Context: an optimization exercise on an open-source flow, tuned for small area, a short achievable clock period and few clock cycles. The choices shown serve that exercise and are no tape-out recipe.

Setup of run A:
## dsl_cmac
module dsl_cmac (
    input  wire         clk,
    input  wire         rst_n,         
    input  wire         key_load,
    input  wire [127:0] key,
    input  wire         in_valid,
    output wire         in_ready,
    input  wire [31:0]  in_data,
    input  wire         in_last,
    input  wire [1:0]   in_nbytes,     
    output reg          tag_valid,
    output wire [127:0] tag
);
    reg  [127:0] key_r;         
    reg          kz;            
    reg  [127:0] k1;            
    reg  [127:0] aes_st;        
    reg  [127:0] rk;            
    reg  [3:0]   rnd;           
    reg          kmode;         
    reg          waitx;         
    reg          cur_last;      
    reg  [127:0] buf_w;
    reg  [1:0]   bcnt;          
    reg          bfull;         
    reg          bpad;          
    reg          bpad80;        
    reg          blast;         
    reg          bwhole;        
    reg          bkey;          
    reg          c_mix;         
    reg          c_shift;       
    reg          c_hold;        
    reg          c_rk;          
    reg          c_buf;         
    reg          c_ks_key;      
    reg          c_ks_rk;       
    reg          c_kfin;        
    reg          c_kl;          
    reg  [7:0]   rcon;          
    assign in_ready = !bfull && !bpad;
    assign tag      = aes_st;
    wire take = in_valid && in_ready;
    wire [127:0] shifted, mixed_n;
    aes_round u_rd (.state_in(aes_st), .round_key(rk), .shifted(shifted), .mixed_n(mixed_n));
    wire [127:0] k2 = {k1[126:0], 1'b0} ^ (k1[127] ? 128'h87 : 128'h0);
    wire [127:0] bufop = buf_w ^ (blast ? (bwhole ? k1 : k2) : 128'h0);
    wire [127:0] opb = (c_rk ? rk : 128'h0) ^ (c_buf ? bufop : 128'h0);
    wire [127:0] oth = (c_shift ? shifted : 128'h0) | (c_hold ? aes_st : 128'h0);
    wire [127:0] oth_n, st_next;
    genvar gi;
    generate
        for (gi = 0; gi < 128; gi = gi + 1) begin : g_st
  ...
Size: ~300 I/O pins, ~62000 um2 of cells after synthesis.
Settings: LEC_CHECK=0, CAP_MARGIN=20, CORE_MARGIN=2, CORE_UTILIZATION=40, CTS_BUF_LIST=sky130_fd_sc_hd__clkbuf_8 sky130_fd_sc_hd__clkbuf_16, CTS_CLUSTER_DIAMETER=100, CTS_CLUSTER_SIZE=20, PLACE_DENSITY=0.6, SETUP_SLACK_MARGIN=5.0, SLEW_MARGIN=20, SYNTH_HIERARCHICAL=1, SYNTH_MINIMUM_KEEP_SIZE=0, TNS_END_PERCENT=50; clock period 10.0 ns.
standard.sh (not shown) runs the stock make flow with config.mk's settings and CLKGATE_MAP_FILE= SYNTH_SCRIPT=/design/flow/synth_recipe.tcl, a recipe that flattens the netlist after the stock synthesis.
==> flow/flow/run.sh <==
#!/bin/bash
set -eu -o pipefail
SETUP_MARGIN=${SETUP_MARGIN:-5.6}
bash standard.sh synth > synth.log 2>&1
bash standard.sh "BUFFER_PORTS_ARGS=-buffer_cell sky130_fd_sc_hd__buf_1" \
  "SETUP_SLACK_MARGIN=$SETUP_MARGIN" finish > layout.log 2>&1
> inputs changed (run A -> run B)
--- a/flow/design.v
+++ b/flow/design.v
@@ -248,23 +248,24 @@
     wire [31:0] w3 = key_in[31:0];
     wire [31:0] sw;
     aes_sbox u_s0 (.x(w3[23:16]), .y(sw[31:24]));
     aes_sbox u_s1 (.x(w3[15:8]),  .y(sw[23:16]));
     aes_sbox u_s2 (.x(w3[7:0]),   .y(sw[15:8]));
     aes_sbox u_s3 (.x(w3[31:24]), .y(sw[7:0]));
-    wire [31:0] w0r = w0 ^ {rcon, 24'd0};
-    wire [31:0] c12, c123, n0, n1, n2, n3;
+    wire [31:0] d0 = w0 ^ {rcon, 24'd0};
+    wire [31:0] d1, d2, d3, n0, n1, n2, n3;
     genvar i;
     generate
         for (i = 0; i < 32; i = i + 1) begin : g_x
-            cm_xor2 u_c12  (.a(w1[i]),   .b(w2[i]), .y(c12[i]));
-            cm_xor2 u_c123 (.a(c12[i]),  .b(w3[i]), .y(c123[i]));
-            cm_xor2 u_n0   (.a(w0r[i]),  .b(sw[i]), .y(n0[i]));
-            cm_xor2 u_n1   (.a(n0[i]),   .b(w1[i]), .y(n1[i]));
-            cm_xor2 u_n2   (.a(n0[i]),   .b(c12[i]), .y(n2[i]));
-            cm_xor2 u_n3   (.a(n0[i]),   .b(c123[i]), .y(n3[i]));
+            cm_xor2 u_d1 (.a(d0[i]), .b(w1[i]), .y(d1[i]));
+            cm_xor2 u_d2 (.a(d1[i]), .b(w2[i]), .y(d2[i]));
+            cm_xor2 u_d3 (.a(d2[i]), .b(w3[i]), .y(d3[i]));
+            cm_xor2 u_n0 (.a(d0[i]), .b(sw[i]), .y(n0[i]));
+            cm_xor2 u_n1 (.a(d1[i]), .b(sw[i]), .y(n1[i]));
+            cm_xor2 u_n2 (.a(d2[i]), .b(sw[i]), .y(n2[i]));
+            cm_xor2 u_n3 (.a(d3[i]), .b(sw[i]), .y(n3[i]));
         end
     endgenerate
     assign key_out = {n0, n1, n2, n3};
 endmodule
 module dsl_cmac (
     input  wire         clk,
@@ -376,25 +377,26 @@
     end
     wire n_fin     = (n_rnd == 4'd10);
     wire n_running = (n_rnd != 4'd0);
     wire n_ld_idle = !n_running && n_bfull && !c_kfin;
     wire n_ld_fin  = n_fin && !n_cur_last && !n_kmode && n_bfull;
     wire n_load    = n_ld_idle || n_ld_fin;
+    reg  [7:0] n_rcon;
     always @* begin
-        case (c_ks_rk ? rnd + 4'd1 : 4'd1)
-            4'd1:  rcon = 8'h01;
-            4'd2:  rcon = 8'h02;
-            4'd3:  rcon = 8'h04;
-            4'd4:  rcon = 8'h08;
-            4'd5:  rcon = 8'h10;
-            4'd6:  rcon = 8'h20;
-            4'd7:  rcon = 8'h40;
-            4'd8:  rcon = 8'h80;
-            4'd9:  rcon = 8'h1b;
-            4'd10: rcon = 8'h36;
-            default: rcon = 8'h00;
+        case (n_load ? 4'd1 : n_rnd + 4'd1)
+            4'd1:  n_rcon = 8'h01;
+            4'd2:  n_rcon = 8'h02;
+            4'd3:  n_rcon = 8'h04;
+            4'd4:  n_rcon = 8'h08;
+            4'd5:  n_rcon = 8'h10;
+            4'd6:  n_rcon = 8'h20;
+            4'd7:  n_rcon = 8'h40;
+            4'd8:  n_rcon = 8'h80;
+            4'd9:  n_rcon = 8'h1b;
+            4'd10: n_rcon = 8'h36;
+            default: n_rcon = 8'h00;
         endcase
     end
     reg [31:0] wpad;            
     always @* begin
         wpad = in_data;
         if (bpad)
@@ -446,12 +448,13 @@
         c_rk     <= n_running;
         c_buf    <= n_load;
         c_ks_key <= n_load && !n_kz;
         c_ks_rk  <= !n_load;
         c_kfin   <= n_fin && n_kmode;
         c_kl     <= c_kfin && !restart;
+        rcon     <= n_rcon;
         if (key_load)
             key_r <= key;
         if (!rst_n)
             tag_valid <= 1'b0;
         else
             tag_valid <= fin && cur_last && !kmode;
### Flow results
Looking only at critical path depth, and setting everything else aside, the lower value of run B and run A goes to run B.
The number of iterations in the first detailed-routing pass of run B is higher than that of run A.
A start point of the critical path of aes_st[40] is what run A shows, while aes_st[6] belongs to run B.
Total routed wirelength on run B is behind run A.
Run B and run A all finish clean.
Re initial antenna violation count: run A was lower than run B.
Compared with run A, run B shows wire length of the first global-routing pass that has gone up slightly.
NOTE placer congestion estimate run A->run B increased by a few percent
Post-layout instance area: run B vs run A down 0.62%
Function was not checked in any run of this note: the RTL went through the layout flow alone.

what the ideal ports hide:
In the flow no input, the clock included, has a driving cell. The finished layouts below were timed again as built, in two steps. Step 1 (the two cells are an assumption about what drives the block):
set clk [get_ports {clk}]
set_driving_cell -lib_cell sky130_fd_sc_hd__clkbuf_16 $clk
set_driving_cell -lib_cell sky130_fd_sc_hd__buf_2 [delete_from_list [all_inputs] $clk]
Step 2, shift: input delay + t, output delay - t, t = (earliest + latest rising clock arrival at the registers) / 2. This alone moves slack from input paths to output paths. Slacks: no drivers / after step 1 / after step 2; pairs: no drivers / after step 1.
| run | t, ns | setup slack, ns | worst register clock-pin slew, ns | pins driven straight from the clock port |
|---|---|---|---|---|
| run A | 0.715 | 5.709 / 5.709 / 5.678 | 0.10 / 0.10 | 1 |
| run B | 0.730 | 5.626 / 5.626 / 4.973 | 0.10 / 0.10 | 1 |
After both steps setup and hold are still met in every run listed. For run B, which loses most, drivers alone change the setup slack by 0.000 ns; drivers and shift together by -0.653 ns.
